This is an optimization exercise on Yosys and OpenROAD, whose aim is small area and a short achievable clock period, not a production implementation. Only simulation tests tie the RTL to the original design; equivalence was not proved. Power and IR drop assume default switching activity.

==> design.v <==
module bs4_encode (
    input  wire          clk,
    input  wire          rst,
    input  wire          in_valid,
    input  wire [1:0]    mode,
    input  wire [1023:0] x,
    input  wire [511:0]  rnd,
    output reg           out_valid,
    output reg  [7:0]    scale,
    output reg  [127:0]  codes
);
    reg  [895:0]  x_r;        
    reg  [511:0]  rnd_r;
    reg  [1:0]    mode_r;
    reg           valid_r;
    wire [1023:0] xq;         
    genvar i, b;
    generate
        for (i = 0; i < 32; i = i + 1) begin : g_in
            always @(posedge clk)
                x_r[28*i +: 28] <= {x[32*i+5 +: 27], |x[32*i +: 5]};
            assign xq[32*i +: 32] = {x_r[28*i+1 +: 27], 4'd0, x_r[28*i]};
        end
    endgenerate
    always @(posedge clk) begin
        if (rst)
            valid_r <= 1'b0;
        else
            valid_r <= in_valid;
        rnd_r  <= rnd;
        mode_r <= mode;
    end
    wire [31:0] nf_l;
    wire [31:0] gt_l;
    wire [3:0]  eh [0:31];
    wire [3:0]  el [0:31];
    generate
        for (i = 0; i < 32; i = i + 1) begin : g_key
            assign nf_l[i] = &xq[32*i+23 +: 8];
            assign gt_l[i] = xq[32*i+22] & (|xq[32*i +: 22]);
            assign eh[i]   = xq[32*i+27 +: 4];
            assign el[i]   = xq[32*i+23 +: 4];
        end
    endgenerate
    reg  [15:1] th_h;
    generate
        for (b = 1; b < 16; b = b + 1) begin : g_th
            wire [31:0] c;
            for (i = 0; i < 32; i = i + 1) begin : g_e
                assign c[i] = (x[32*i+27 +: 4] >= b);
            end
            always @(posedge clk)
                th_h[b] <= |c;
        end
    endgenerate
    wire [3:0] k_h = {th_h[8],
                      th_h[12] | (th_h[4] & ~th_h[8]),
                      th_h[14] | (th_h[10] & ~th_h[12]) | (th_h[6] & ~th_h[8]) | (th_h[2] & ~th_h[4]),
                      th_h[15] | (th_h[13] & ~th_h[14]) | (th_h[11] & ~th_h[12]) | (th_h[9] & ~th_h[10]) |
                      (th_h[7] & ~th_h[8]) | (th_h[5] & ~th_h[6]) | (th_h[3] & ~th_h[4]) | (th_h[1] & ~th_h[2])};
    wire [31:0] sel_h;
    generate
        for (i = 0; i < 32; i = i + 1) begin : g_selh
            assign sel_h[i] = (eh[i] == k_h);
        end
    endgenerate
    wire [15:1] th_l;
    generate
        for (b = 1; b < 16; b = b + 1) begin : g_tl
            wire [31:0] c;
            for (i = 0; i < 32; i = i + 1) begin : g_e
                assign c[i] = sel_h[i] & (el[i] >= b);
            end
            assign th_l[b] = |c;
        end
    endgenerate
    wire [3:0] k_l = {th_l[8],
                      th_l[12] | (th_l[4] & ~th_l[8]),
                      th_l[14] | (th_l[10] & ~th_l[12]) | (th_l[6] & ~th_l[8]) | (th_l[2] & ~th_l[4]),
                      th_l[15] | (th_l[13] & ~th_l[14]) | (th_l[11] & ~th_l[12]) | (th_l[9] & ~th_l[10]) |
                      (th_l[7] & ~th_l[8]) | (th_l[5] & ~th_l[6]) | (th_l[3] & ~th_l[4]) | (th_l[1] & ~th_l[2])};
    wire [31:0] g_c;
    generate
        for (i = 0; i < 32; i = i + 1) begin : g_g
            assign g_c[i] = sel_h[i] & (el[i] == k_l) & gt_l[i];
        end
    endgenerate
    wire [8:0] kmax = {k_h, k_l, |g_c};
    wire any_nf = |nf_l;
    wire [7:0] e_m  = kmax[8:1];
    wire       e_lo = ~|e_m[7:1];                       
    wire [7:0] ep   = e_lo ? 8'd2 : e_m;
    wire       gp   = kmax[0] & ~e_lo;
    wire [7:0] kc   = ep + {7'd0, gp};
    wire [7:0] s_fin = kc - 8'd2;
    wire [7:0] epp    = ep + 8'd1;
    wire [2:0] epp_hm1 = epp[7:5] - 3'd1;
    wire [127:0] code_c;
    wire [1:0]   mode_e = any_nf ? 2'd1 : mode_r;    
    wire         m_sr   = (mode_e == 2'd2);
    wire         m_ne   = (mode_e[1] == mode_e[0]);  
    generate
        for (i = 0; i < 32; i = i + 1) begin : g_elm
            e2m1_round u_el (
                .x    (xq[32*i +: 32]),
                .epp  (epp),
                .epp_hm1 (epp_hm1),
                .gp   (gp),
                .nf   (any_nf),
                .r    (rnd_r[16*i +: 16]),
                .m_sr (m_sr),
                .m_ne (m_ne),
                .code (code_c[4*i +: 4])
            );
        end
    endgenerate
    always @(posedge clk) begin
        if (rst)
            out_valid <= 1'b0;
        else
            out_valid <= valid_r;
        scale <= any_nf ? 8'hFF : s_fin;
        codes <= code_c;
    end
endmodule
module e2m1_round (
    input  wire [31:0] x,
    input  wire [7:0]  epp,
    input  wire [2:0]  epp_hm1,
    input  wire        gp,
    input  wire        nf,
    input  wire [15:0] r,
    input  wire        m_sr,
    input  wire        m_ne,
    output wire [3:0]  code
);
    wire        sx = x[31];
    wire [7:0]  ex = x[30:23];
    wire        h  = |ex;
    wire [23:0] w  = {h, x[22:0]};
    wire [7:0]  ee = {ex[7:1], ex[0] | ~h};       
    wire [5:0]  s5   = {1'b0, epp[4:0]} + {1'b0, ~ee[4:0]} + {5'd0, gp};
    wire        near = ~nf & (s5[5] ? (ee[7:5] == epp[7:5]) : (ee[7:5] == epp_hm1));
    wire [5:0]  lo   = {1'b0, s5[4:0]};
    wire [4:0]  dl   = lo[4:0];
    wire        d0 = near & (dl == 5'd0);
    wire        d1 = near & (dl == 5'd1);
    wire        d2 = near & (dl == 5'd2);
    wire        d3 = near & (dl == 5'd3);
    wire        d4 = near & (dl == 5'd4);
    wire        big = ~near | (dl > 5'd19);
    wire        ov = h & (dl[4:1] == 4'd0);
    wire [4:0]  sa = {dl[4:2], dl[1] | ov, dl[0] & ~ov};
    wire [19:0] win = big ? 20'd0 : (w[23:4] >> sa);
    wire [15:0] frac = win[15:0];
    wire [15:0] cg = frac & r;
    wire [15:0] cp = frac | r;
    wire [3:0]  gg, gq;
    genvar q;
    generate
        for (q = 0; q < 4; q = q + 1) begin : g_grp
            assign gg[q] = cg[4*q+3] | (cp[4*q+3] & cg[4*q+2]) |
                           (cp[4*q+3] & cp[4*q+2] & cg[4*q+1]) |
                           (cp[4*q+3] & cp[4*q+2] & cp[4*q+1] & cg[4*q]);
            assign gq[q] = &cp[4*q +: 4];
        end
    endgenerate
    wire sr_up = gg[3] | (gq[3] & gg[2]) | (gq[3] & gq[2] & gg[1]) |
                 (gq[3] & gq[2] & gq[1] & gg[0]);
    wire o19 = |w[19:0];
    wire o20 = o19 | w[20];
    wire o21 = o20 | w[21];
    wire o22 = o21 | w[22];
    wire rne_up = h ? ( ((d0 | d1 | d2) & w[21] & (o20 | w[22])) |
                        (d3 & w[22]) |
                        (d4 & o22) )
                    : ( (d1 & w[20] & (o19 | w[21])) |
                        (d2 & w[21] & (o20 | w[22])) |
                        (d3 & w[22] & o21) );
    wire up = (m_sr & sr_up) | (m_ne & rne_up);
    wire [2:0] base = h ? ( d0 ? {2'b11, w[22]} :
                            d1 ? {2'b10, w[22]} :
                            d2 ? {2'b01, w[22]} :
                            d3 ? 3'd1 : 3'd0 )
                        : ( d1 ? {1'b0, w[22], w[21]} :
                            d2 ? {2'b00, w[22]} : 3'd0 );
    wire [2:0] base1 = base + 3'd1;
    wire [2:0] mag = up ? base1 : base;
    assign code = {sx & ~nf, mag};
endmodule
==> flow/run.sh <==
#!/bin/bash
# Own layout flow:
#  1. the standard synthesis (standard.sh synth), unchanged;
#  2. the combinational logic of that netlist re-mapped by Yosys/ABC with
#     flow/remap.abc (the flip-flops are kept as they are, by name and cell);
#  3. the standard ORFS layout from that netlist, with the port buffers
#     made of the plain buf_1 cell.
# Each tool writes its full output to a log file in this folder.
set -euo pipefail
# repair_timing aims for this much setup slack (a period of about 11.35 ns)
MARGIN=38.65
R=orfs/results/${FLOW_PLATFORM}/bs4_encode/base
LIB=${FLOW_HOME}/platforms/${FLOW_PLATFORM}/lib/sky130_fd_sc_hd__tt_025C_1v80.lib

bash standard.sh synth > flow_synth.log 2>&1

python3 flow/gencells.py "$LIB" cells_model.v > flow_gencells.log 2>&1
DU=$(grep -A40 "DONT_USE_CELLS" ${FLOW_HOME}/platforms/${FLOW_PLATFORM}/config.mk | grep -o "sky130_fd_sc_hd__[a-z0-9_]*" | sed 's/^/-dont_use /' | tr '\n' ' ')
cp $R/1_2_yosys.v synth_standard.v
cat > remap.ys <<EOS
read_verilog cells_model.v
read_verilog synth_standard.v
hierarchy -top ${FLOW_TOP}
flatten
opt_clean -purge
techmap
opt -fast
abc -liberty $LIB $DU -script flow/remap.abc
opt_clean -purge
hilomap -singleton -hicell sky130_fd_sc_hd__conb_1 HI -locell sky130_fd_sc_hd__conb_1 LO
splitnets
opt_clean -purge
insbuf -buf sky130_fd_sc_hd__buf_4 A X
check
stat -liberty $LIB
write_verilog -noattr -nohex -nodec synth_remapped.v
EOS
yosys -s remap.ys > flow_remap.log 2>&1
cp synth_remapped.v $R/1_2_yosys.v
rm -f $R/1_synth.odb $R/1_synth.sdc

bash standard.sh 'BUFFER_PORTS_ARGS=-buffer_cell sky130_fd_sc_hd__buf_1' "SETUP_SLACK_MARGIN=${MARGIN}" finish > flow_layout.log 2>&1
==> flow/gencells.py <==
# Generate Verilog models of the sky130hd cells from the liberty: combinational
# cells as assigns, sequential cells as blackboxes.
import re, sys
lib = open(sys.argv[1]).read()
out = []
for m in re.finditer(r'\n\s*cell \("([^"]+)"\)\s*\{', lib):
    name = m.group(1)
    # find cell body by brace matching
    i = m.end(); depth = 1
    while depth:
        c = lib[i]
        if c == '{': depth += 1
        elif c == '}': depth -= 1
        i += 1
    body = lib[m.end():i]
    pins = []
    for pm in re.finditer(r'\n\s*pin \("([^"]+)"\)\s*\{', body):
        j = pm.end(); d = 1
        while d:
            c = body[j]
            if c == '{': d += 1
            elif c == '}': d -= 1
            j += 1
        pb = body[pm.end():j]
        dirm = re.search(r'direction\s*:\s*"?(\w+)', pb)
        fm = re.search(r'\n\s*function\s*:\s*"([^"]*)"', pb)
        pins.append((pm.group(1), dirm.group(1) if dirm else None, fm.group(1) if fm else None))
    seq = re.search(r'\n\s*(ff|latch|statetable)\s*\(', body) is not None
    ins = [p for p in pins if p[1] == 'input']
    outs = [p for p in pins if p[1] == 'output']
    if not outs:
        continue
    ports = ', '.join([f'input {p[0]}' for p in ins] + [f'output {p[0]}' for p in outs])
    if seq or any(p[2] is None for p in outs):
        out.append(f'(* blackbox *)\nmodule {name}({ports});\nendmodule\n')
        continue
    lines = [f'module {name}({ports});']
    for p in outs:
        f = p[2].replace('!', '~').replace('+', '|').replace('*', '&')
        f = re.sub(r"(\w+)'", r'~\1', f)
        lines.append(f'  assign {p[0]} = {f};')
    lines.append('endmodule\n')
    out.append('\n'.join(lines))
open(sys.argv[2], 'w').write('\n'.join(out))
==> flow/remap.abc <==
strash
&get -n
&st
&dch
&nf -D 8000 -R 1000
&put
topo
buffer -c
upsize -c -D 8000
dnsize -c -D 8000
==> standard.sh <==
#!/bin/bash
# synth_recipe.tcl (not shown) runs the flow's synth.tcl, then flattens the netlist and writes it again
# the make line also repeats each setting of config.mk as NAME=value (left out here)
make -C /OpenROAD-flow-scripts/flow DESIGN_CONFIG=/design/flow/config.mk WORK_HOME=/design/flow/orfs CLKGATE_MAP_FILE= SYNTH_SCRIPT=/design/flow/synth_recipe.tcl "${@:-finish}"
==> config.mk <==
export PLATFORM = sky130hd
export DESIGN_NAME = bs4_encode
export DESIGN_NICKNAME = bs4_encode
export VERILOG_FILES = /design/flow/design.v
export SDC_FILE = /design/flow/constraint.sdc
export NUM_CORES = 8
export LEC_CHECK = 0
export ABC_AREA = 1
export CAP_MARGIN = 30
export CORE_AREA = 2 2 578 578
export CTS_CLUSTER_DIAMETER = 80
export CTS_CLUSTER_SIZE = 22
export DIE_AREA = 0 0 580 580
export PLACE_DENSITY = 0.6
export SLEW_MARGIN = 20
==> constraint.sdc <==
create_clock -name core_clock -period 50.0 [get_ports {clk}]
set_input_delay 10.0000 -clock core_clock [delete_from_list [all_inputs] [get_ports {clk}]]
set_output_delay 10.0000 -clock core_clock [all_outputs]
set_load 0.01 [all_outputs]
==> flow_summary.yaml, run 1 <==
timing:
  rsz0062_at_grt: "true"
  worst_pin_slew_ns: 1.212
  slew_viol_final: 0
  fin_crit_ns: 11.64
  max_freq_ghz: 0.08589
  fin_skew_ns: 0.05221
  slew_headroom: 0.1920
  hold_viol_final: 0
  setup_tns_ns: 0
  finalSetupViolCount: 0
  fin_crit_sh: 0.2328
global_route:
  antenna_found_initial: 244
  grt_pass1_vias: 94690
  grt_pass1_wl_um: 765000
  grt_max_degree: 66
  grt_usage: 0.3196
  grt_overflow_total: 0
min_path:
  worst_hold_path.endpoint: "codes[103]"
  holdPathStages: 1
  min_from: "x_r[727]"
  hold_path_class: "reg -> reg"
final_layout:
  layout.nets: 14780
  stdcell_area_um2: 114500
  fill_cells: 34960
  multi_input_area_um2: 59080
  syn2layout_area_growth_pct: 28.69
  regArea_um2: 31520
  drive_gt1_frac: 0.1501
logic_synthesis:
  synthCells: 11110
  yosys_warnings: 1
  syn_area_um2: 88940
  postSynthAreaPerCell_um2: 8.004
  synth_nets: 12650
drt:
  firstDrtPassIters: 10
  vias_per_cell: 5.812
  wl_per_cell_um: 32.23
  final_antenna_net_count: 0
  drtIter0Drc: 12880
  routed_wl_um: 574800
  num_vias: 103600
  drc: 0
worst_setup_path:
  r2r-end: "codes[114]"
  crit_required_ns: 50.78
  r2r_setup_slack_ns: 38.36
  ff2ff_path_depth: 55
  start_kind: "flop"
  timing.rr.start: "th_h[8]"
  slowest_stage: "nor3_2"
  cp_data_arrival_time_ns: 12.42
  crit_path_max_incr_delay_ns: 0.61
  path_max_fanout: 37
  end_kind: "flop"
  startpoint: "th_h[8]"
  crit_type: "reg -> reg"
placement:
  placement.cell_area_um2: 101800
  io_buffers: 1677
  place_hpwl_um: 459600
  place.gp.congestion: 1.075
floorplanning:
  row_count: 211
  ioPinCount: 1678
  start_util: 0.2693
  die_h_um: 580
  core_region_area_um2: 330300
  fp.dieArea_um2: 336400
  die_width_um: 580
clock_network:
  h-tree-depth: 4
  clkSinkCount: 1563
  clockBufferDepth: 4
  clockRootBuffer: "clkbuf_16"
  cts_tree: "built"
  path_clk_slew_ns: 0.09
  clk_latency_ns: 0.91
  cts-buffers-inserted: 135
job:
  maxCapViolCount: 0
pwr:
  swShare: 0.5410
  p_int_uw: 4692
  pwr-share-seq: 0.138
  power_density_nw_per_um2: 89.31
  peakVddDrop_uv: 49.95
  comb_power_share: 0.748
  p_leak_uw: 0.04247
  switchingPower_uw: 5530
  pwr-share-clk: 0.113
outcome:
  status: "no timing/DRC/antenna violations"
through the flow:
step,utilization,total power [µW],hold slack (ns),worst slack (ns),cells
after floorplan,-,6308,0.4072,38.49,11110
after global placement,0.3076,8105,0.4093,35.46,17110
after detailed placement,0.3082,8044,0.4165,35.50,17130
after CTS,0.3314,9454,0.4367,38.49,17430
after global routing,0.3461,10870,0.4557,38.12,17780
final,0.3466,10220,0.4349,38.36,17830
final cells by class:
type                    instances  area share
repair buffers               2341      0.1125
clock buffers                 140     0.02994
clock inverters                85     0.01083
diodes                        145    0.003170
multi-input cells            9067      0.5162
well taps                    4366     0.04773
inverters                     127    0.004241
flip-flops and latches       1563      0.2754
placed cells by master, fill, tap and decap left out, types with 116 or more instances in the layout:
cell	instances
a21oi_1	696
o21ai_0	639
buf_6	142
nand2_1	1147
xor2_1	320
dfxtp_1	1454
o221ai_1	149
xnor2_1	273
clkbuf_16	145
nor4_1	222
buf_1	1534
mux2i_1	582
nor3_1	295
inv_1	119
buf_4	568
o22ai_1	332
o211ai_1	116
nand3_1	339
diode_2	145
nor2_1	1396
a22oi_1	120
o21ai_1	124
nand4_1	206
a31oi_1	136
power groups by stage:
stage / clock, µW / sequential [µW] / combinational (µW)
2_1_floorplan: 0 / 1400 / 4910
3_3_place_gp: 0 / 1430 / 6670
6_report: 1160 / 1410 / 7650
4_1_cts: 1190 / 1410 / 6860
3_5_place_dp: 0 / 1430 / 6610
5_1_grt: 1230 / 1420 / 8220
timing repair:
action / 4_1_cts / 5_1_grt
pin swaps: 51 / 148
hold buffers: 0 / 0
setup endpoints to repair: 236 / 238
gates resized for setup: 658 / 558
cloned: 7 / 24
setup buffers: 66 / 230
critical path: cells and delay by family (launching register included):
family                     cells  cell delay [ns]
DFF                            1             0.37
xor gates and xnor gates       3             0.69
AOI/OAI and AO/OA             20             3.40
adders and majority gates      1             0.25
muxes                          2             0.46
and+or+nand+nor               20             4.89
buffers and inverters          9             1.39
flip-flops by register name (all words and copies together) (netlist names):
signal / cells
x_r: 896
rnd_r: 512
codes: 128
th_h: 15
scale: 8
mode_r: 2
out_valid: 1
valid_r: 1
metal layers:
metal	track usage	vias up	part of all wire
met5	0	-	0.0012
met4	0.1998	106	0.071
met3	0.09840	1735	0.11
met2	0.4861	6680	0.43
met1	0.3915	49430	0.39
li1	-	45700	-
worst max path at each step:
stage                 endpoint  slack, ns  depth (start not counted)
detailed placement   codes[66]      35.50                         55
floorplan              th_h[2]      38.49                          6
finish              codes[114]      38.36                         55
global placement     codes[22]      35.46                         53
global route         codes[22]      38.12                         58
CTS                  codes[33]      38.49                          1
==> run 2: changes to the inputs <==
--- a/design.v
+++ b/design.v
@@ -184,7 +184,6 @@
                             d3 ? 3'd1 : 3'd0 )
                         : ( d1 ? {1'b0, w[22], w[21]} :
                             d2 ? {2'b00, w[22]} : 3'd0 );
-    wire [2:0] base1 = base + 3'd1;
-    wire [2:0] mag = up ? base1 : base;
+    wire [2:0] mag = base ^ {up & base[1] & base[0], up & base[0], up};
     assign code = {sx & ~nf, mag};
 endmodule
--- a/flow/run.sh
+++ b/flow/run.sh
@@ -7,8 +7,8 @@
 #     made of the plain buf_1 cell.
 # Each tool writes its full output to a log file in this folder.
 set -euo pipefail
-# repair_timing aims for this much setup slack (a period of about 11.35 ns)
-MARGIN=38.65
+# repair_timing aims for this much setup slack (a period of about 11.2 ns)
+MARGIN=38.8
 R=orfs/results/${FLOW_PLATFORM}/bs4_encode/base
 LIB=${FLOW_HOME}/platforms/${FLOW_PLATFORM}/lib/sky130_fd_sc_hd__tt_025C_1v80.lib
 
==> run 2 against run 1 <==
  * Non-clock buffer count is 47 lower
  * Die area unchanged
  * Setup slack better by 0.24 ns
  * Global-route usage fell by 0.63 points
  * Hold slack worse by 0.0032 ns
  * Sequential power barely moved
  * Final cell count decreased by 1.5%
  * Clock skew decreased by 0.0035 ns
  * Still clean on timing, DRC and antenna
  * Synthesized cell count is 1.7% lower
  * Final area fell by 0.58%
  * First-iteration DRC count rose by 3.8%
  * Synthesized area down 0.39%
  * Highest routed layer unchanged
==> flow_summary.yaml, run 2 <==
outcome:
  status: "no timing/DRC/antenna violations"
timing:
  fin_crit_sh: 0.2281
  setup_tns_ns: 0
  finalSetupViolCount: 0
  fin_skew_ns: 0.04866
  max_freq_ghz: 0.08768
  rsz0062_at_grt: "true"
  hold_viol_final: 0
  worst_pin_slew_ns: 1.125
  slew_headroom: 0.2441
  fin_crit_ns: 11.41
  slew_viol_final: 0
  layout_setup_ws_ns: 38.59
min_path:
  hold_path_class: "reg -> reg"
final_layout:
  drive_gt1_frac: 0.1441
  syn2layout_area_growth_pct: 28.44
  mostFrequentLayoutCell: "buf_1"
  largest_reg_flops: 896
  final_cell_mix: "buf_1, dfxtp_1, nor2_1, nand2_1, a21oi_1"
  layout.nets: 14530
  top_register: "x_r"
  final_cell_count_no_fill: 17570
  fill_cells: 34870
  largestRegisters: "x_r x896, rnd_r x512, codes x128"
pwr:
  p_leak_uw: 0.04234
  p_total_uw: 10460
  power_density_nw_per_um2: 91.94
  peakVddDrop_uv: 52.51
placement:
  place.gp.congestion: 1.046
  placedCellCount: 16860
  io_buffers: 1677
  pre_cts_ws_ns: 36.24
  place_hpwl_um: 447500
global_route:
  grt_overflow_total: 0
  grt_pass1_vias: 94190
  antenna_found_initial: 264
  grt_max_degree: 55
  grt_pass1_wl_um: 753100
  grt_usage: 0.3133
clock_network:
  clk_latency_ns: 0.90
  path_clk_slew_ns: 0.09
  cts-buffers-inserted: 135
  cts_tree: "built"
  h-tree-depth: 4
  clkSinkCount: 1563
  clockBufferDepth: 4
  clockRootBuffer: "clkbuf_16"
worst_setup_path:
  path_max_fanout: 1
  critPathBufInv: 1
  worstPathCellList: "buf_6"
  start_kind: "flop"
  cp_data_arrival_time_ns: 1.41
  slowest_stage: "dfxtp_4"
  crit_type: "reg -> out"
  crit_required_ns: 40.00
  crit_path_max_incr_delay_ns: 0.41
  path_delay_family: "flip-flops"
  end_kind: "output port"
logic_synthesis:
  syn_area_um2: 88600
  yosys_warnings: 1
  postSynthAreaPerCell_um2: 8.109
  synthCells: 10930
  synth_nets: 12470
drt:
  vias_per_cell: 5.836
  drtIter0Drc: 13370
  drc: 0
  num_vias: 102600
  routed_wl_um: 565600
  firstDrtPassIters: 8
  wl_per_cell_um: 32.19
  final_antenna_net_count: 0
floorplanning:
  die_h_um: 580
  row_count: 211
  core_region_area_um2: 330300
  ioPinCount: 1678
  die_width_um: 580
  fp.dieArea_um2: 336400
  start_util: 0.2683
job:
  maxCapViolCount: 0
## run 2: changes by cell type in the layout (fill, tap and decap cells not counted), sizes merged, moves of 25 or more
cell / previous run / this run
nor3: 351 / 326
nand3: 349 / 287
buf: 2321 / 2271
mux2i: 635 / 732
nand2: 1222 / 1099
o21ai: 801 / 838
o211ai: 116 / 78
nor2: 1467 / 1301
o31ai: 66 / 106
## run 2: repair_timing
item                       in CTS  in global routing
gates resized for setup       702                500
gates cloned                    9                 27
hold buffers                    0                  0
pin swaps                      33                152
setup endpoints to repair     237                239
buffers inserted               95                221
## run 2: where the power goes
group,switching (µW),internal [µW]
logic,4980,2880
registers,95.6,1320
clock network,607,582
total,5680,4780
## run 2: area by class of cell
type                            instances  area [µm²]  share of cell area
Clock buffer                          146        3515             0.03089
Sequential cell                      1563       31510              0.2769
Tap cell                             4366        5463             0.04801
Inverter                              125       475.5            0.004178
Timing Repair Buffer                 2294       12570              0.1105
Clock inverter                         82        1272             0.01118
Antenna cell                          124       310.3            0.002727
Multi-Input combinational cell       8872       58670              0.5156
## run 2: through the flow
step,util,hold slack [ns],area (µm²)
global placement,0.3052,0.4099,100800
global route,0.3442,0.4535,113700
floorplan,-,0.4072,88620
detailed placement,0.3056,0.4144,100900
CTS,0.3302,0.4347,109100
finish,0.3445,0.4317,113800
## run 2: routing by layer
layer / wire length [µm] / vias up / GRT usage
met5: 1114 / - / 0.0001417
met4: 40340 / 152 / 0.1978
met3: 59110 / 1856 / 0.09035
met2: 244800 / 6773 / 0.4791
met1: 220200 / 48700 / 0.3848
li1: - / 45070 / -
## run 2: worst paths after layout
| path | start | end | depth (start not counted) | slack [ns] |
|---|---|---|---|---|
| worst max register to register | th_h[2] | codes[6] | 58 | 38.85 |
| worst max-delay path | codes[49] | codes[49] | 1 | 38.59 |
| worst min-delay path | x_r[811] | codes[115] | 1 | 0.43 |
| worst min register to register | x_r[811] | codes[115] | 1 | 0.43 |
==> run 3: changes to the inputs <==
--- a/design.v
+++ b/design.v
@@ -140,7 +140,7 @@
     wire [23:0] w  = {h, x[22:0]};
     wire [7:0]  ee = {ex[7:1], ex[0] | ~h};       
     wire [5:0]  s5   = {1'b0, epp[4:0]} + {1'b0, ~ee[4:0]} + {5'd0, gp};
-    wire        near = ~nf & (s5[5] ? (ee[7:5] == epp[7:5]) : (ee[7:5] == epp_hm1));
+    wire        near = s5[5] ? (ee[7:5] == epp[7:5]) : (ee[7:5] == epp_hm1);
     wire [5:0]  lo   = {1'b0, s5[4:0]};
     wire [4:0]  dl   = lo[4:0];
     wire        d0 = near & (dl == 5'd0);
@@ -178,12 +178,14 @@
                         (d2 & w[21] & (o20 | w[22])) |
                         (d3 & w[22] & o21) );
     wire up = (m_sr & sr_up) | (m_ne & rne_up);
-    wire [2:0] base = h ? ( d0 ? {2'b11, w[22]} :
+    wire [2:0] base = nf ? 3'd0 :
+                      h ? ( d0 ? {2'b11, w[22]} :
                             d1 ? {2'b10, w[22]} :
                             d2 ? {2'b01, w[22]} :
                             d3 ? 3'd1 : 3'd0 )
                         : ( d1 ? {1'b0, w[22], w[21]} :
                             d2 ? {2'b00, w[22]} : 3'd0 );
-    wire [2:0] mag = base ^ {up & base[1] & base[0], up & base[0], up};
+    wire [2:0] base1 = base + 3'd1;
+    wire [2:0] mag = up ? base1 : base;
     assign code = {sx & ~nf, mag};
 endmodule
--- a/flow/run.sh
+++ b/flow/run.sh
@@ -39,4 +39,4 @@
 cp synth_remapped.v $R/1_2_yosys.v
 rm -f $R/1_synth.odb $R/1_synth.sdc
 
-bash standard.sh 'BUFFER_PORTS_ARGS=-buffer_cell sky130_fd_sc_hd__buf_1' "SETUP_SLACK_MARGIN=${MARGIN}" finish > flow_layout.log 2>&1
+bash standard.sh 'BUFFER_PORTS_ARGS=-buffer_cell sky130_fd_sc_hd__buf_1' "SETUP_SLACK_MARGIN=${MARGIN}" SKIP_GATE_CLONING=1 finish > flow_layout.log 2>&1
==> run 3 against run 2 <==
  * Via count down 1.4%
  * Clock power about the same
  * Non-clock buffer count down 72
==> flow_summary.yaml, run 3 <==
worst_setup_path:
  start_kind: "flop"
  path_delay_family: "flip-flops"
  cp_data_arrival_time_ns: 1.43
  crit_required_ns: 40.00
  worstPathCellList: "buf_6"
  critPathBufInv: 1
  end_kind: "output port"
  crit_path_max_incr_delay_ns: 0.42
  path_max_fanout: 1
  crit_type: "reg -> out"
  slowest_stage: "dfxtp_4"
drt:
  routed_wl_um: 575700
  wl_per_cell_um: 32.89
  vias_per_cell: 5.776
  final_antenna_net_count: 0
  drc: 0
  drtIter0Drc: 11730
  num_vias: 101100
  firstDrtPassIters: 11
clock_network:
  path_clk_slew_ns: 0.09
  clkSinkCount: 1563
  clockBufferDepth: 4
  clockRootBuffer: "clkbuf_16"
  h-tree-depth: 4
  clk_latency_ns: 0.93
  cts_tree: "built"
  cts-buffers-inserted: 141
pwr:
  pwr-share-clk: 0.123
  p_total_uw: 9790
  p_int_uw: 4551
  pwr-share-seq: 0.145
  comb_power_share: 0.733
  p_leak_uw: 0.04228
  peakVddDrop_uv: 45.03
  swShare: 0.5351
  switchingPower_uw: 5239
  power_density_nw_per_um2: 86.87
final_layout:
  layout.nets: 14460
  largestRegisters: "x_r x896, rnd_r x512, codes x128"
  stdcell_area_um2: 112700
  mostFrequentLayoutCell: "buf_1"
  fill_cells: 34910
  final_cell_mix: "buf_1, dfxtp_1, nor2_1, nand2_1, mux2i_1"
  syn2layout_area_growth_pct: 26.62
  drive_gt1_frac: 0.1288
  largest_reg_flops: 896
  top_register: "x_r"
floorplanning:
  row_count: 211
  die_h_um: 580
  start_util: 0.2695
  core_region_area_um2: 330300
  die_width_um: 580
  fp.dieArea_um2: 336400
  ioPinCount: 1678
global_route:
  grt_pass1_wl_um: 763600
  grt_pass1_vias: 93700
  antenna_found_initial: 231
  grt_max_degree: 50
  grt_overflow_total: 0
  grt_usage: 0.3209
placement:
  io_buffers: 1677
  pre_cts_ws_ns: 35.84
  place_hpwl_um: 460300
  place.gp.congestion: 1.064
  placement.cell_area_um2: 101500
timing:
  slew_headroom: 0.2317
  fin_skew_ns: 0.08544
  fin_crit_sh: 0.2287
  finalSetupViolCount: 0
  rsz0062_at_grt: "true"
  fin_crit_ns: 11.44
  max_freq_ghz: 0.08745
  layout_setup_ws_ns: 38.57
  setup_tns_ns: 0
  hold_viol_final: 0
  slew_viol_final: 0
  worst_pin_slew_ns: 1.140
logic_synthesis:
  postSynthAreaPerCell_um2: 8.131
  synthCells: 10950
  yosys_warnings: 1
  synth_nets: 12490
  syn_area_um2: 89010
min_path:
  hold_path_class: "reg -> reg"
outcome:
  status: "no timing/DRC/antenna violations"
job:
  maxCapViolCount: 0
## run 3: cell types whose count changed in the layout (fill, tap and decap cells not counted), sizes merged, moves of 26 or more
cell	change
mux2i	+167
o21ai	-87
nand3	+63
nor3	+38
o22ai	-65
xor2	-65
maj3	-34
nand4	-35
nand2	-136
mux2	+33
o221ai	+35
buf	-71
xnor2	+26
inv	+51
## run 3: worst paths after layout
check | from | to | slack (ns) | cells past startpoint
worst min register to register | x_r[783] | codes[111] | 0.43 | 1
worst max-delay path | codes[113] | codes[113] | 38.57 | 1
worst min-delay path | x_r[783] | codes[111] | 0.43 | 1
worst max register to register | th_h[8] | codes[42] | 38.93 | 40
## run 3: final cells by class
class	count	area [µm²]	area share
Antenna cell	125	312.8	0.002775
Clock buffer	155	3716	0.03297
Clock inverter	80	1167	0.01036
Inverter	176	678.2	0.006017
Multi-Input combinational cell	8817	57840	0.5132
Sequential cell	1563	31510	0.2795
Tap cell	4366	5463	0.04847
Timing Repair Buffer	2222	12020	0.1066
## run 3: layer usage
layer | up-vias | GRT usage | wire (µm)
li1 | 44840 | - | -
met1 | 48270 | 0.3981 | 231000
met2 | 6343 | 0.4948 | 250500
met3 | 1565 | 0.08279 | 53670
met4 | 88 | 0.1991 | 39870
met5 | - | 0.001843 | 656
## run 3: repair_timing
action	in CTS	in global routing
setup endpoints to repair	237	238
gates resized for setup	589	412
hold buffers	0	0
pin swaps	23	85
buffers inserted	49	188
## run 3: power by group through the flow
| stage | Combinational [µW] | Clock [µW] | Sequential [µW] |
|---|---|---|---|
| 4_1_cts | 6640 | 1230 | 1410 |
| 3_3_place_gp | 6490 | 0 | 1440 |
| 2_1_floorplan | 4760 | 0 | 1400 |
| 6_report | 7170 | 1200 | 1410 |
| 3_5_place_dp | 6440 | 0 | 1430 |
| 5_1_grt | 7710 | 1270 | 1420 |
## run 3: worst register-to-register path: cells and delay by family, from the launching register on
kind / cells / cell delay [ns]
adders and majority gates: 1 / 0.46
xor gates and xnor gates: 2 / 0.33
muxes: 1 / 0.25
AOI/OAI and AO/OA: 17 / 4.64
DFF: 1 / 0.41
buffers and inverters: 6 / 1.06
and+or+nand+nor: 13 / 3.83
## run 3: metrics by stage
step / utilization / std cells / hold WS, ns
floorplan: - / 10950 / 0.4072
global placement: 0.3066 / 16880 / 0.4083
detailed placement: 0.3074 / 16900 / 0.4146
CTS: 0.3298 / 17190 / 0.4345
global route: 0.3408 / 17450 / 0.4496
finish: 0.3412 / 17500 / 0.4290
==> run 4: changes to the inputs <==
--- a/flow/run.sh
+++ b/flow/run.sh
@@ -39,4 +39,4 @@
 cp synth_remapped.v $R/1_2_yosys.v
 rm -f $R/1_synth.odb $R/1_synth.sdc
 
-bash standard.sh 'BUFFER_PORTS_ARGS=-buffer_cell sky130_fd_sc_hd__buf_1' "SETUP_SLACK_MARGIN=${MARGIN}" SKIP_GATE_CLONING=1 finish > flow_layout.log 2>&1
+bash standard.sh 'BUFFER_PORTS_ARGS=-buffer_cell sky130_fd_sc_hd__buf_1' 'PLACE_PINS_ARGS=-min_distance 1 -min_distance_in_tracks' "SETUP_SLACK_MARGIN=${MARGIN}" finish > flow_layout.log 2>&1
--- a/config.mk
+++ b/config.mk
@@ -7,9 +7,9 @@
 export LEC_CHECK = 0
 export ABC_AREA = 1
 export CAP_MARGIN = 30
-export CORE_AREA = 2 2 578 578
+export CORE_AREA = 2 2 498 498
 export CTS_CLUSTER_DIAMETER = 80
 export CTS_CLUSTER_SIZE = 22
-export DIE_AREA = 0 0 580 580
+export DIE_AREA = 0 0 500 500
 export PLACE_DENSITY = 0.6
 export SLEW_MARGIN = 20
==> run 4 against run 3 <==
  * Register-to-register slack worse by 0.11 ns
  * Utilization increased by 10 points
  * Final cell count shrank 7.7%
  * Critical path type is now in -> reg
==> flow_summary.yaml, run 4 <==
min_path:
  holdPathStages: 1
  worst_hold_path.endpoint: "codes[7]"
  hold_path_class: "reg -> reg"
  min_from: "x_r[55]"
outcome:
  status: "no timing/DRC/antenna violations"
timing:
  hold_viol_final: 0
  fin_crit_sh: 0.2272
  fin_skew_ns: 0.04320
  rsz0062_at_grt: "true"
  slew_headroom: 0.2002
  worst_pin_slew_ns: 1.200
  fin_crit_ns: 11.36
  slew_viol_final: 0
  finalSetupViolCount: 0
  max_freq_ghz: 0.08801
  setup_tns_ns: 0
worst_setup_path:
  r2r-end: "codes[94]"
  crit_required_ns: 50.78
  ff2ff_path_depth: 46
  cp_data_arrival_time_ns: 12.14
  crit_path_max_incr_delay_ns: 0.63
  end_kind: "flop"
  worstPathCellList: "buf_1 -> nand2_1 -> nor3b_1 -> nor4_1 -> nand4_1 -> or3_4"
  startpoint: "x[124]"
  slowest_stage: "nor3b_1"
  timing.rr.start: "th_h[8]"
  r2r_setup_slack_ns: 38.82
  crit_type: "in -> reg"
  path_max_fanout: 7
  start_kind: "input pin"
  critPathBufInv: 1
  path_delay_family: "simple AND/OR/NAND/NOR gates"
global_route:
  grt_pass1_wl_um: 687500
  grt_pass1_vias: 93110
  grt_overflow_total: 0
  antenna_found_initial: 139
  grt_max_degree: 62
  grt_usage: 0.3769
pwr:
  peakVddDrop_uv: 44.36
  p_leak_uw: 0.04093
  power_density_nw_per_um2: 85.75
final_layout:
  syn2layout_area_growth_pct: 21.99
  final_cell_count_no_fill: 16150
  fill_cells: 24910
  layout.nets: 14310
  final_cell_mix: "buf_1, dfxtp_1, nor2_1, nand2_1, mux2i_1"
  largest_reg_flops: 896
  largestRegisters: "x_r x896, rnd_r x512, codes x128"
  top_register: "x_r"
  mostFrequentLayoutCell: "buf_1"
  drive_gt1_frac: 0.1133
  stdcell_area_um2: 108600
logic_synthesis:
  synth_nets: 12490
  yosys_warnings: 1
  postSynthAreaPerCell_um2: 8.131
  syn_area_um2: 89010
  synthCells: 10950
floorplanning:
  start_util: 0.3629
  die_width_um: 500
  row_count: 182
  core_region_area_um2: 245300
  die_h_um: 500
  fp.dieArea_um2: 250000
  ioPinCount: 1678
drt:
  routed_wl_um: 501600
  final_antenna_net_count: 0
  num_vias: 100700
  drtIter0Drc: 12540
  firstDrtPassIters: 8
  drc: 0
  wl_per_cell_um: 31.05
  vias_per_cell: 6.234
placement:
  place_hpwl_um: 396100
  placedCellCount: 15710
  placement.cell_area_um2: 99640
  io_buffers: 1677
  place.gp.congestion: 1.074
clock_network:
  path_clk_slew_ns: 0.09
  clk_latency_ns: 0.85
  clockRootBuffer: "clkbuf_16"
  cts-buffers-inserted: 109
  h-tree-depth: 3
  clkSinkCount: 1563
  cts_tree: "built"
  clockBufferDepth: 3
job:
  maxCapViolCount: 0
==> run 4: area by class of cell <==
| type | count | area [µm²] | share of cell area |
|---|---|---|---|
| timing repair buffer | 2089 | 10800 | 0.09947 |
| clock inverter | 63 | 933.4 | 0.008596 |
| antenna | 96 | 240.2 | 0.002212 |
| clock buffer | 115 | 2781 | 0.02562 |
| tap | 3220 | 4029 | 0.03710 |
| sequential | 1563 | 31480 | 0.2899 |
| multi-input combinational | 8831 | 57630 | 0.5308 |
| inverter | 176 | 683.2 | 0.006292 |
==> run 4: repair_timing <==
action / CTS / global route
pin swaps: 18 / 59
hold buffers: 0 / 0
gates cloned: 10 / 10
resized for setup: 621 / 310
hold endpoints to repair: 0 / 0
setup buffers: 41 / 101
endpoints found under the setup margin: 239 / 239
==> run 4: worst max path at each step <==
| stage | end | depth (start not counted) |
|---|---|---|
| floorplan | th_h[7] | 5 |
| global placement | codes[10] | 49 |
| detailed placement | codes[78] | 50 |
| CTS | codes[126] | 1 |
| global route | codes[126] | 1 |
| finish | th_h[7] | 6 |
==> run 4: power breakdown <==
part | switching, µW | internal, µW
Clock | 529 | 447
Sequential | 91.0 | 1320
Combinational | 4400 | 2520
==> run 4: per-stage QoR <==
step | util | hold WS (ns) | power (µW) | setup slack, ns
finish | 0.4427 | 0.4308 | 9311 | 38.64
global route | 0.4424 | 0.4478 | 9906 | 38.62
detailed placement | 0.4063 | 0.4131 | 7756 | 36.10
global placement | 0.4057 | 0.4081 | 7831 | 36.11
floorplan | - | 0.4072 | 6163 | 38.45
CTS | 0.4320 | 0.4331 | 8906 | 38.61
==> run 4: layer usage <==
metal / global-route usage / vias to the layer above / routed length [µm]
met5: 0 / - / 663
met4: 0.2373 / 88 / 38110
met3: 0.1006 / 1607 / 54390
met2: 0.5641 / 6807 / 211200
met1: 0.4788 / 47710 / 197200
li1: - / 44480 / -
==> run 4: worst reg2reg max path, delay by kind of cell (launching register included) <==
kind            cells  cell delay [ns]
compound gates     17             3.56
flops               1             0.38
buf+inv            10             1.60
simple gates       16             5.08
xor+xnor            2             0.25
mux                 1             0.20
==> run 5: changes to the inputs <==
--- a/config.mk
+++ b/config.mk
@@ -7,9 +7,9 @@
 export LEC_CHECK = 0
 export ABC_AREA = 1
 export CAP_MARGIN = 30
-export CORE_AREA = 2 2 498 498
+export CORE_AREA = 2 2 458 458
 export CTS_CLUSTER_DIAMETER = 80
 export CTS_CLUSTER_SIZE = 22
-export DIE_AREA = 0 0 500 500
+export DIE_AREA = 0 0 460 460
 export PLACE_DENSITY = 0.6
 export SLEW_MARGIN = 20
==> run 5 against run 4 <==
  * Non-clock buffer count rose by 147
  * Count of clock-buffer cells in the layout down 4
  * Synthesized cell count is the same
  * Sequential power barely moved
  * Utilization rose by 9.2 points
  * Final area up 1.9%
  * Flip-flop and latch count unchanged
  * Critical path type is now reg -> out
==> flow_summary.yaml, run 5 <==
outcome:
  status: "no timing/DRC/antenna violations"
drt:
  firstDrtPassIters: 10
  final_antenna_net_count: 0
  routed_wl_um: 501600
  wl_per_cell_um: 31.78
  num_vias: 104300
  drtIter0Drc: 14570
  drc: 0
  vias_per_cell: 6.609
global_route:
  grt_max_degree: 64
  grt_pass1_vias: 96410
  antenna_found_initial: 165
  grt_usage: 0.4400
  grt_overflow_total: 0
  grt_pass1_wl_um: 682700
pwr:
  switchingPower_uw: 5156
  pwr-share-clk: 0.092
  power_density_nw_per_um2: 87.36
  p_int_uw: 4506
  p_leak_uw: 0.04192
  comb_power_share: 0.762
  swShare: 0.5337
  pwr-share-seq: 0.147
  peakVddDrop_uv: 56.75
timing:
  finalSetupViolCount: 0
  fin_crit_ns: 11.35
  slew_viol_final: 0
  max_freq_ghz: 0.08814
  hold_viol_final: 0
  slew_headroom: 0.2100
  setup_tns_ns: 0
  rsz0062_at_grt: "true"
  fin_skew_ns: 0.04277
  worst_pin_slew_ns: 1.176
  fin_crit_sh: 0.2269
clock_network:
  clkSinkCount: 1563
  h-tree-depth: 3
  cts-buffers-inserted: 99
  cts_tree: "built"
  path_clk_slew_ns: 0.09
  holdBufCountCts: 0
  clockRootBuffer: "clkbuf_16"
  clk_latency_ns: 0.81
  clockBufferDepth: 3
worst_setup_path:
  critPathBufInv: 1
  crit_required_ns: 40.00
  start_kind: "flop"
  timing.rr.start: "th_h[8]"
  r2r-end: "codes[10]"
  crit_path_max_incr_delay_ns: 0.42
  path_max_fanout: 1
  path_delay_family: "flip-flops"
  slowest_stage: "dfxtp_4"
  ff2ff_path_depth: 52
  r2r_setup_slack_ns: 38.87
  cp_data_arrival_time_ns: 1.35
  worstPathCellList: "buf_6"
  crit_type: "reg -> out"
  end_kind: "output port"
min_path:
  worst_hold_path.endpoint: "codes[99]"
  holdPathStages: 1
  min_from: "x_r[699]"
  hold_path_class: "reg -> reg"
floorplanning:
  start_util: 0.4303
  die_h_um: 460
  row_count: 167
  die_width_um: 460
  ioPinCount: 1678
  fp.dieArea_um2: 211600
  core_region_area_um2: 206900
logic_synthesis:
  synthCells: 10950
  yosys_warnings: 1
  synth_nets: 12490
  postSynthAreaPerCell_um2: 8.131
  syn_area_um2: 89010
final_layout:
  fill_cells: 19570
  final_cell_mix: "buf_1, dfxtp_1, nor2_1, nand2_1, mux2i_1"
  layout.nets: 14450
  multi_input_area_um2: 59240
  largestRegisters: "x_r x896, rnd_r x512, codes x128"
  syn2layout_area_growth_pct: 24.26
  largest_reg_flops: 896
  top_register: "x_r"
  mostFrequentLayoutCell: "buf_1"
  final_cell_count_no_fill: 15780
  regArea_um2: 31490
  drive_gt1_frac: 0.1387
placement:
  place.gp.congestion: 1.133
  io_buffers: 1677
  place_hpwl_um: 387300
  placedCellCount: 15160
job:
  maxCapViolCount: 0
-- run 5: worst max-delay path by stage --
stage               startpoint          to  slack, ns  depth (start not counted)
finish               codes[22]   codes[22]      38.65                          1
floorplan               x[734]     th_h[7]      38.45                          5
global placement       th_h[4]   codes[10]      35.13                         47
detailed placement     th_h[4]  codes[106]      35.60                         51
global route           th_h[8]   codes[10]      38.51                         53
CTS                  codes[64]   codes[64]      38.64                          1
-- run 5: power groups by stage --
stage          registers [µW]  logic, µW  clock network [µW]
6_report                 1420       7360                 884
4_1_cts                  1410       6520                 890
3_5_place_dp             1430       6310                   0
5_1_grt                  1420       7870                 934
2_1_floorplan            1400       4760                   0
3_3_place_gp             1430       6290                   0
-- run 5: layout make-up --
class / count / area share
antenna: 114 / 0.002579
clock buffer: 111 / 0.02354
clock inverter: 43 / 0.005611
inverter: 176 / 0.006211
multi-input combinational: 8836 / 0.5357
sequential: 1563 / 0.2847
tap: 2704 / 0.03059
timing repair buffer: 2236 / 0.1111
-- run 5: what timing repair did --
action / in CTS / in global routing
endpoints found under the setup margin: 239 / 241
gates resized for setup: 702 / 616
pin swaps: 40 / 170
buffers inserted: 60 / 257
gates cloned: 13 / 18
-- run 5: per-stage QoR --
| stage | instance area (µm²) | worst slack [ns] | hold WS, ns | utilization | total power, µW |
|---|---|---|---|---|---|
| 6_report | 110600 | 38.65 | 0.4283 | 0.5346 | 9662 |
| 2_1_floorplan | 89020 | 38.45 | 0.4072 | - | 6163 |
| 5_1_grt | 110500 | 38.51 | 0.4510 | 0.5340 | 10220 |
| 3_3_place_gp | 98520 | 35.13 | 0.4100 | 0.4763 | 7723 |
| 3_5_place_dp | 98800 | 35.60 | 0.4124 | 0.4776 | 7741 |
| 4_1_cts | 105100 | 38.64 | 0.4242 | 0.5079 | 8822 |
-- run 5: metal layers --
layer	wire (µm)	part of all wire	up-vias	global-route usage
met3	63210	0.13	2116	0.1548
met2	206400	0.41	7906	0.6487
li1	-	-	44770	-
met4	42730	0.085	130	0.3026
met5	915	0.0018	-	0.001607
met1	188400	0.38	49390	0.5345
==> run 6: changes to the inputs <==
--- a/config.mk
+++ b/config.mk
@@ -7,9 +7,9 @@
 export LEC_CHECK = 0
 export ABC_AREA = 1
 export CAP_MARGIN = 30
-export CORE_AREA = 2 2 458 458
+export CORE_AREA = 2 2 528 528
 export CTS_CLUSTER_DIAMETER = 80
 export CTS_CLUSTER_SIZE = 22
-export DIE_AREA = 0 0 460 460
+export DIE_AREA = 0 0 530 530
 export PLACE_DENSITY = 0.6
 export SLEW_MARGIN = 20
==> run 6 against run 5 <==
  * Sequential power about the same
  * Combinational power down 5.0%
  * Power down 2.5%
  * Clock skew up 0.044 ns
  * Fmax down 1.2%
  * Critical path depth unchanged
  * Wire length down 1.9%
  * Hold slack better by 0.0031 ns
==> flow_summary.yaml, run 6 <==
pwr:
  p_leak_uw: 0.04130
  power_density_nw_per_um2: 85.64
  peakVddDrop_uv: 43.31
drt:
  drtIter0Drc: 13100
  wl_per_cell_um: 29.45
  firstDrtPassIters: 13
  routed_wl_um: 492000
  final_antenna_net_count: 0
  num_vias: 101200
  vias_per_cell: 6.057
  drc: 0
final_layout:
  final_cell_count_no_fill: 16700
  stdcell_area_um2: 110000
  largest_reg_flops: 896
  drive_gt1_frac: 0.1175
  final_cell_mix: "buf_1, dfxtp_1, nor2_1, nand2_1, mux2i_1"
  final_util: 0.3990
  top_register: "x_r"
  layout.nets: 14350
  largestRegisters: "x_r x896, rnd_r x512, codes x128"
  syn2layout_area_growth_pct: 23.61
  mostFrequentLayoutCell: "buf_1"
timing:
  slew_viol_final: 0
  worst_pin_slew_ns: 1.225
  max_freq_ghz: 0.08708
  setup_tns_ns: 0
  fin_skew_ns: 0.08707
  fin_crit_sh: 0.2297
  finalSetupViolCount: 0
  whs_ns: 0.4314
  rsz0062_at_grt: "true"
  slew_headroom: 0.1772
  fin_crit_ns: 11.48
  hold_viol_final: 0
placement:
  place.gp.congestion: 1.149
  placedCellCount: 16170
  place_hpwl_um: 382900
  io_buffers: 1677
  placement.cell_area_um2: 100100
worst_setup_path:
  cp_data_arrival_time_ns: 1.48
  start_kind: "flop"
  crit_path_max_incr_delay_ns: 0.42
  cp-endpoint: "codes[20]"
  r2r_setup_slack_ns: 38.92
  slowest_stage: "dfxtp_4"
  critPathBufInv: 1
  cp.depth: 1
  path_delay_family: "flip-flops"
  startpoint: "codes[20]"
  timing.rr.start: "th_h[8]"
  worstPathCellList: "buf_6"
  path_max_fanout: 1
  end_kind: "output port"
  r2r-end: "codes[62]"
  crit_type: "reg -> out"
  crit_required_ns: 40.00
  ff2ff_path_depth: 53
floorplanning:
  die_width_um: 530
  start_util: 0.3227
  die_h_um: 530
  core_region_area_um2: 275800
  row_count: 193
  fp.dieArea_um2: 280900
  ioPinCount: 1678
outcome:
  status: "no timing/DRC/antenna violations"
global_route:
  grt_max_degree: 62
  antenna_found_initial: 164
  grt_usage: 0.3260
  grt_overflow_total: 0
  grt_pass1_wl_um: 668100
  grt_pass1_vias: 92610
logic_synthesis:
  syn_area_um2: 89010
  yosys_warnings: 1
  synth_nets: 12490
  postSynthAreaPerCell_um2: 8.131
  synthCells: 10950
clock_network:
  clockBufferDepth: 4
  clk_latency_ns: 0.93
  path_clk_slew_ns: 0.09
  cts_tree: "built"
  clockRootBuffer: "clkbuf_16"
  cts-buffers-inserted: 117
  h-tree-depth: 3
  holdBufCountCts: 0
  clkSinkCount: 1563
job:
  maxCapViolCount: 0
min_path:
  hold_path_class: "reg -> reg"
## run 6: cell types whose count changed in the layout (fill, tap and decap cells not counted), moves of 15 or more
cell	before	now
buf_6	154	130
nor2_1	1260	1278
nand2_1	906	923
nor4_1	237	252
dfxtp_2	103	81
mux2i_1	851	887
buf_1	1494	1513
dfxtp_4	18	33
buf_4	460	376
mux2i_2	35	11
clkbuf_16	107	123
## run 6: cell type report
cell class              instances  area (µm²)
fillers                     28500      165800
clock inverters                69       949.7
clock buffers                 123        2980
diodes                        121       302.8
repair buffers               2113       11040
well taps                    3705        4636
inverters                     176       684.4
multi-input cells            8834       57910
flip-flops and latches       1563       31520
## run 6: timing repair
| item | CTS | global route |
|---|---|---|
| buffers inserted | 41 | 154 |
| cloned | 12 | 13 |
| resized for setup | 574 | 383 |
| pin swaps | 23 | 93 |
| setup endpoints to repair | 237 | 236 |
## run 6: worst min-delay path by stage
stage	depth (start not counted)	from	to	slack [ns]
2_1_floorplan	1	x_r[727]	codes[103]	0.41
3_3_place_gp	1	x_r[279]	codes[39]	0.41
3_5_place_dp	1	x_r[55]	codes[7]	0.41
4_1_cts	1	x_r[55]	codes[7]	0.43
5_1_grt	1	x_r[335]	codes[47]	0.44
6_report	1	x_r[55]	codes[7]	0.43
## run 6: worst register-to-register path: cells and delay by family (launching register included)
| kind | cells | cell delay, ns |
|---|---|---|
| and+or+nand+nor | 19 | 4.13 |
| muxes | 3 | 0.68 |
| DFF | 1 | 0.38 |
| AOI/OAI and AO/OA | 16 | 2.76 |
| adders and majority gates | 4 | 1.31 |
| buffers and inverters | 8 | 1.22 |
| xor gates and xnor gates | 3 | 0.50 |
## run 6: power by group
| group | switching [µW] | internal (µW) | leakage, µW |
|---|---|---|---|
| Sequential | 94.4 | 1320 | 0.0132 |
| Combinational | 4400 | 2590 | 0.0262 |
| Clock | 542 | 469 | 0.00190 |
## run 6: routing by layer
| layer | global-route usage | vias up | share of wire |
|---|---|---|---|
| met4 | 0.2297 | 108 | 0.084 |
| met5 | 0.002735 | - | 0.0013 |
| met2 | 0.4747 | 7096 | 0.41 |
| li1 | - | 44620 | - |
| met3 | 0.1135 | 1873 | 0.12 |
| met1 | 0.3988 | 47480 | 0.38 |
## run 6: metrics by stage
| stage | setup slack (ns) | total power [µW] |
|---|---|---|
| 2_1_floorplan | 38.45 | 6163 |
| 3_3_place_gp | 36.33 | 7730 |
| 3_5_place_dp | 36.31 | 7709 |
| 4_1_cts | 38.49 | 8871 |
| 5_1_grt | 38.49 | 10000 |
| 6_report | 38.52 | 9422 |
==> run 7: changes to the inputs <==
--- a/flow/run.sh
+++ b/flow/run.sh
@@ -7,8 +7,8 @@
 #     made of the plain buf_1 cell.
 # Each tool writes its full output to a log file in this folder.
 set -euo pipefail
-# repair_timing aims for this much setup slack (a period of about 11.2 ns)
-MARGIN=38.8
+# repair_timing aims for this much setup slack (a period of about 11.0 ns)
+MARGIN=39.0
 R=orfs/results/${FLOW_PLATFORM}/bs4_encode/base
 LIB=${FLOW_HOME}/platforms/${FLOW_PLATFORM}/lib/sky130_fd_sc_hd__tt_025C_1v80.lib
 
--- a/config.mk
+++ b/config.mk
@@ -7,9 +7,9 @@
 export LEC_CHECK = 0
 export ABC_AREA = 1
 export CAP_MARGIN = 30
-export CORE_AREA = 2 2 528 528
+export CORE_AREA = 2 2 498 498
 export CTS_CLUSTER_DIAMETER = 80
 export CTS_CLUSTER_SIZE = 22
-export DIE_AREA = 0 0 530 530
+export DIE_AREA = 0 0 500 500
 export PLACE_DENSITY = 0.6
 export SLEW_MARGIN = 20
==> run 7 against run 6 <==
  * Still clean on timing, DRC and antenna
  * Via count grew 1.0%
  * Flip-flop and latch count is the same
  * Count of clock-buffer cells in the layout shrank 9
  * Final cell count shrank 2.2%
  * Clock power shrank 5%
  * Setup slack gained 0.11 ns
  * Power grew 1.8%
  * Sequential power is essentially flat
  * Wire length grew 3.9%
  * Critical endpoint is now codes[9]
==> flow_summary.yaml, run 7 <==
drt:
  drc: 0
  final_antenna_net_count: 0
  num_vias: 102200
  vias_per_cell: 6.256
  drtIter0Drc: 12600
  firstDrtPassIters: 10
  routed_wl_um: 511200
  wl_per_cell_um: 31.28
final_layout:
  drive_gt1_frac: 0.1420
  top_register: "x_r"
  syn2layout_area_growth_pct: 25.63
  layout.nets: 14470
  multi_input_area_um2: 59320
  fill_cells: 24850
  largestRegisters: "x_r x896, rnd_r x512, codes x128"
  largest_reg_flops: 896
  regArea_um2: 31520
  mostFrequentLayoutCell: "buf_1"
  final_cell_mix: "buf_1, dfxtp_1, nor2_1, nand2_1, mux2i_1"
timing:
  whs_ns: 0.4291
  hold_viol_final: 0
  setup_tns_ns: 0
  rsz0062_at_grt: "true"
  slew_headroom: 0.1840
  slew_viol_final: 0
  worst_pin_slew_ns: 1.215
  finalSetupViolCount: 0
  max_freq_ghz: 0.08792
  fin_crit_ns: 11.37
  fin_skew_ns: 0.06832
  fin_crit_sh: 0.2275
global_route:
  grt_pass1_vias: 93910
  grt_overflow_total: 0
  grt_max_degree: 63
  grt_pass1_wl_um: 692100
  antenna_found_initial: 204
  grt_usage: 0.3798
floorplanning:
  row_count: 182
  fp.dieArea_um2: 250000
  start_util: 0.3629
  die_h_um: 500
  core_region_area_um2: 245300
  ioPinCount: 1678
  die_width_um: 500
worst_setup_path:
  path_max_fanout: 1
  worstPathCellList: "buf_6"
  path_delay_family: "flip-flops"
  critPathBufInv: 1
  end_kind: "output port"
  cp_data_arrival_time_ns: 1.37
  crit_required_ns: 40.00
  crit_type: "reg -> out"
  crit_path_max_incr_delay_ns: 0.40
  r2r_setup_slack_ns: 39.00
  slowest_stage: "dfxtp_4"
  start_kind: "flop"
logic_synthesis:
  syn_area_um2: 89010
  postSynthAreaPerCell_um2: 8.131
  yosys_warnings: 1
  synthCells: 10950
  synth_nets: 12490
clock_network:
  h-tree-depth: 3
  cts_tree: "built"
  clkSinkCount: 1563
  clockRootBuffer: "clkbuf_16"
  clk_latency_ns: 0.86
  path_clk_slew_ns: 0.09
  holdBufCountCts: 0
  cts-buffers-inserted: 108
  clockBufferDepth: 3
pwr:
  p_total_uw: 9594
  p_leak_uw: 0.04228
  peakVddDrop_uv: 47.98
  power_density_nw_per_um2: 85.80
outcome:
  status: "no timing/DRC/antenna violations"
placement:
  place_hpwl_um: 397200
  place.gp.congestion: 1.075
  io_buffers: 1677
job:
  maxCapViolCount: 0
min_path:
  hold_path_class: "reg -> reg"
-- run 7: worst paths after layout --
check / endpoint / start / cells past startpoint
min: codes[7] / x_r[55] / 1
max: codes[9] / codes[9] / 1
min reg2reg: codes[7] / x_r[55] / 1
max reg2reg: codes[94] / x_r[271] / 50
-- run 7: layout make-up --
type / count / area share
Tap cell: 3220 / 0.03603
Inverter: 176 / 0.006143
Timing Repair Buffer: 2239 / 0.1101
Sequential cell: 1563 / 0.2819
Clock buffer: 114 / 0.02483
Clock inverter: 58 / 0.007620
Multi-Input combinational cell: 8844 / 0.5305
Antenna cell: 128 / 0.002865
-- run 7: per-stage QoR --
step	instances	util	setup WS, ns	instance area (µm²)
finish	16340	0.4559	38.63	111800
global route	16310	0.4555	38.62	111700
CTS	15970	0.4355	38.60	106800
detailed placement	15700	0.4062	35.92	99610
global placement	15680	0.4054	35.86	99430
floorplan	10950	-	38.46	89060
-- run 7: per-layer routing --
layer	track usage	wire, µm
met5	0	861
met1	0.4642	195400
met4	0.2559	40920
met2	0.5721	216800
met3	0.1161	57190
-- run 7: what timing repair did --
item	in CTS	in global routing
setup endpoints to repair	243	240
setup buffers	81	219
gates cloned	16	23
endpoints found under the hold margin	0	0
resized for setup	788	544
pin swaps	61	140
-- run 7: power by group --
part	switching (µW)	internal [µW]	total (µW)
registers	92.7	1320	1420
logic	4510	2710	7220
clock network	526	434	961
total	5130	4470	9590
==> run 8: changes to the inputs <==
--- a/flow/run.sh
+++ b/flow/run.sh
@@ -7,8 +7,8 @@
 #     made of the plain buf_1 cell.
 # Each tool writes its full output to a log file in this folder.
 set -euo pipefail
-# repair_timing aims for this much setup slack (a period of about 11.0 ns)
-MARGIN=39.0
+# repair_timing aims for this much setup slack (a period of about 11.35 ns)
+MARGIN=38.65
 R=orfs/results/${FLOW_PLATFORM}/bs4_encode/base
 LIB=${FLOW_HOME}/platforms/${FLOW_PLATFORM}/lib/sky130_fd_sc_hd__tt_025C_1v80.lib
 
==> run 8 against run 7 <==
  * Sequential share of layout area is 1.0 points higher
  * Via count down 2.0%
  * Clock skew decreased by 0.012 ns
  * Critical path depth rose by 6
  * Critical path type is now in -> reg
  * Flip-flop and latch count is the same
  * Still clean on timing, DRC and antenna
==> flow_summary.yaml, run 8 <==
worst_setup_path:
  cp_data_arrival_time_ns: 12.16
  worstPathCellList: "buf_1 -> nand2_2 -> and2_1 -> nand2_1 -> nor3_1 -> nand3_2 -> nand4b_1"
  r2r-end: "codes[89]"
  timing.rr.start: "th_h[8]"
  path_max_fanout: 8
  cp.depth: 7
  r2r_setup_slack_ns: 38.79
  crit_path_max_incr_delay_ns: 0.44
  cp-endpoint: "th_h[11]"
  end_kind: "flop"
  startpoint: "x[61]"
  slowest_stage: "nor3_1"
  path_delay_family: "simple AND/OR/NAND/NOR gates"
  critPathBufInv: 1
  start_kind: "input pin"
  ff2ff_path_depth: 44
  crit_required_ns: 50.62
  crit_type: "in -> reg"
floorplanning:
  row_count: 182
  ioPinCount: 1678
  die_width_um: 500
  start_util: 0.3629
  core_region_area_um2: 245300
  fp.dieArea_um2: 250000
  die_h_um: 500
timing:
  slew_viol_final: 0
  finalSetupViolCount: 0
  fin_crit_sh: 0.2309
  whs_ns: 0.4312
  setup_tns_ns: 0
  slew_headroom: 0.2017
  rsz0062_at_grt: "true"
  fin_crit_ns: 11.55
  fin_skew_ns: 0.05598
  worst_pin_slew_ns: 1.189
  hold_viol_final: 0
  max_freq_ghz: 0.08661
final_layout:
  final_cell_mix: "buf_1, dfxtp_1, nor2_1, nand2_1, mux2i_1"
  final_util: 0.4387
  layout.nets: 14280
  multi_input_area_um2: 57420
  mostFrequentLayoutCell: "buf_1"
  regArea_um2: 31430
  syn2layout_area_growth_pct: 20.87
  largestRegisters: "x_r x896, rnd_r x512, codes x128"
  final_cell_count_no_fill: 16110
  largest_reg_flops: 896
  drive_gt1_frac: 0.1017
  top_register: "x_r"
  fill_cells: 25030
job:
  maxCapViolCount: 0
min_path:
  hold_path_class: "reg -> reg"
drt:
  drtIter0Drc: 11730
  routed_wl_um: 494800
  final_antenna_net_count: 0
  vias_per_cell: 6.217
  firstDrtPassIters: 8
  drc: 0
  num_vias: 100100
  wl_per_cell_um: 30.72
clock_network:
  h-tree-depth: 3
  holdBufCountCts: 0
  cts-buffers-inserted: 109
  cts_tree: "built"
  path_clk_slew_ns: 0.09
  clockBufferDepth: 3
  clockRootBuffer: "clkbuf_16"
  clkSinkCount: 1563
  clk_latency_ns: 0.84
placement:
  placedCellCount: 15700
  place.gp.congestion: 1.100
  io_buffers: 1677
  place_hpwl_um: 389900
pwr:
  peakVddDrop_uv: 46.53
  p_leak_uw: 0.04057
  power_density_nw_per_um2: 86.09
global_route:
  grt_pass1_wl_um: 675700
  grt_usage: 0.3692
  grt_max_degree: 93
  antenna_found_initial: 143
  grt_overflow_total: 0
  grt_pass1_vias: 92500
outcome:
  status: "no timing/DRC/antenna violations"
logic_synthesis:
  synthCells: 10950
  yosys_warnings: 1
  postSynthAreaPerCell_um2: 8.131
  syn_area_um2: 89010
  synth_nets: 12490
-- run 8: stage by stage --
| step | total power (µW) | setup WS, ns | instance area (µm²) |
|---|---|---|---|
| CTS | 8794 | 38.60 | 104700 |
| detailed placement | 7720 | 36.28 | 99580 |
| global route | 9863 | 38.45 | 107500 |
| global placement | 7779 | 36.08 | 99450 |
| floorplan | 6163 | 38.45 | 89020 |
| finish | 9262 | 38.45 | 107600 |
-- run 8: layer usage --
metal  global-route usage  wire length [µm]
met4               0.2426             38110
met2               0.5530            209000
met3               0.1086             53960
met5                    0               660
met1               0.4590            193100
-- run 8: what timing repair did --
action | CTS | global route
endpoints found under the hold margin | 0 | 0
pin swaps | 13 | 56
cloned | 6 | 12
gates resized for setup | 394 | 326
buffers inserted | 17 | 108
endpoints found under the setup margin | 223 | 130
-- run 8: worst min path at each step --
stage / startpoint / to / slack (ns) / cells after the start
5_1_grt: x_r[727] / codes[103] / 0.45 / 1
4_1_cts: x_r[419] / codes[59] / 0.43 / 1
2_1_floorplan: x_r[727] / codes[103] / 0.41 / 1
3_3_place_gp: x_r[335] / codes[47] / 0.41 / 1
6_report: x_r[475] / codes[67] / 0.43 / 1
3_5_place_dp: x_r[475] / codes[67] / 0.41 / 1
-- run 8: layout make-up --
type	count	area share
multi-input cells	8830	0.5337
clock inverters	62	0.007839
flip-flops and latches	1563	0.2921
inverters	176	0.006338
diodes	83	0.001931
repair buffers	2061	0.09447
clock buffers	113	0.02618
well taps	3220	0.03745
-- run 8: where the power goes --
| part | switching [µW] | internal [µW] |
|---|---|---|
| Clock | 525 | 445 |
| Combinational | 4360 | 2520 |
| Sequential | 89.2 | 1320 |

==> afterwards: timing with drivers on the ports <==
The results above use ideal ports. As a check the final layouts listed here were re-extracted and re-timed, cells and wires unchanged. Step 1 assumes that a clkbuf_16 drives the clock port and a buf_2 every other input. Step 2 times the ports against the registers' clock, not the clock port: input delays grow and output delays shrink by t, the midpoint of the rising clock arrivals with the driver on. Slacks: ideal ports / drivers / drivers and shift; pairs: ideal ports / drivers.
run	t (ns)	slack for setup (ns)	hold slack, ns
run 1	0.994	38.358 / 38.358 / 37.538	0.435 / 0.435 / 0.435
run 2	0.995	38.595 / 38.475 / 37.684	0.432 / 0.432 / 0.432
run 3	0.998	38.565 / 38.457 / 37.641	0.429 / 0.429 / 0.429
run 4	0.934	38.638 / 38.550 / 37.764	0.431 / 0.431 / 0.431
run 5	0.901	38.654 / 38.546 / 37.851	0.428 / 0.428 / 0.428
run 6	1.000	38.516 / 38.406 / 37.670	0.431 / 0.431 / 0.431
run 7	0.934	38.626 / 38.515 / 37.946	0.429 / 0.429 / 0.429
run 8	0.916	38.454 / 38.498 / 37.582	0.431 / 0.431 / 0.431
After both steps setup and hold are still met in every run listed. For run 3, which loses most, drivers alone change the setup slack by -0.108 ns; drivers and shift together by -0.924 ns.
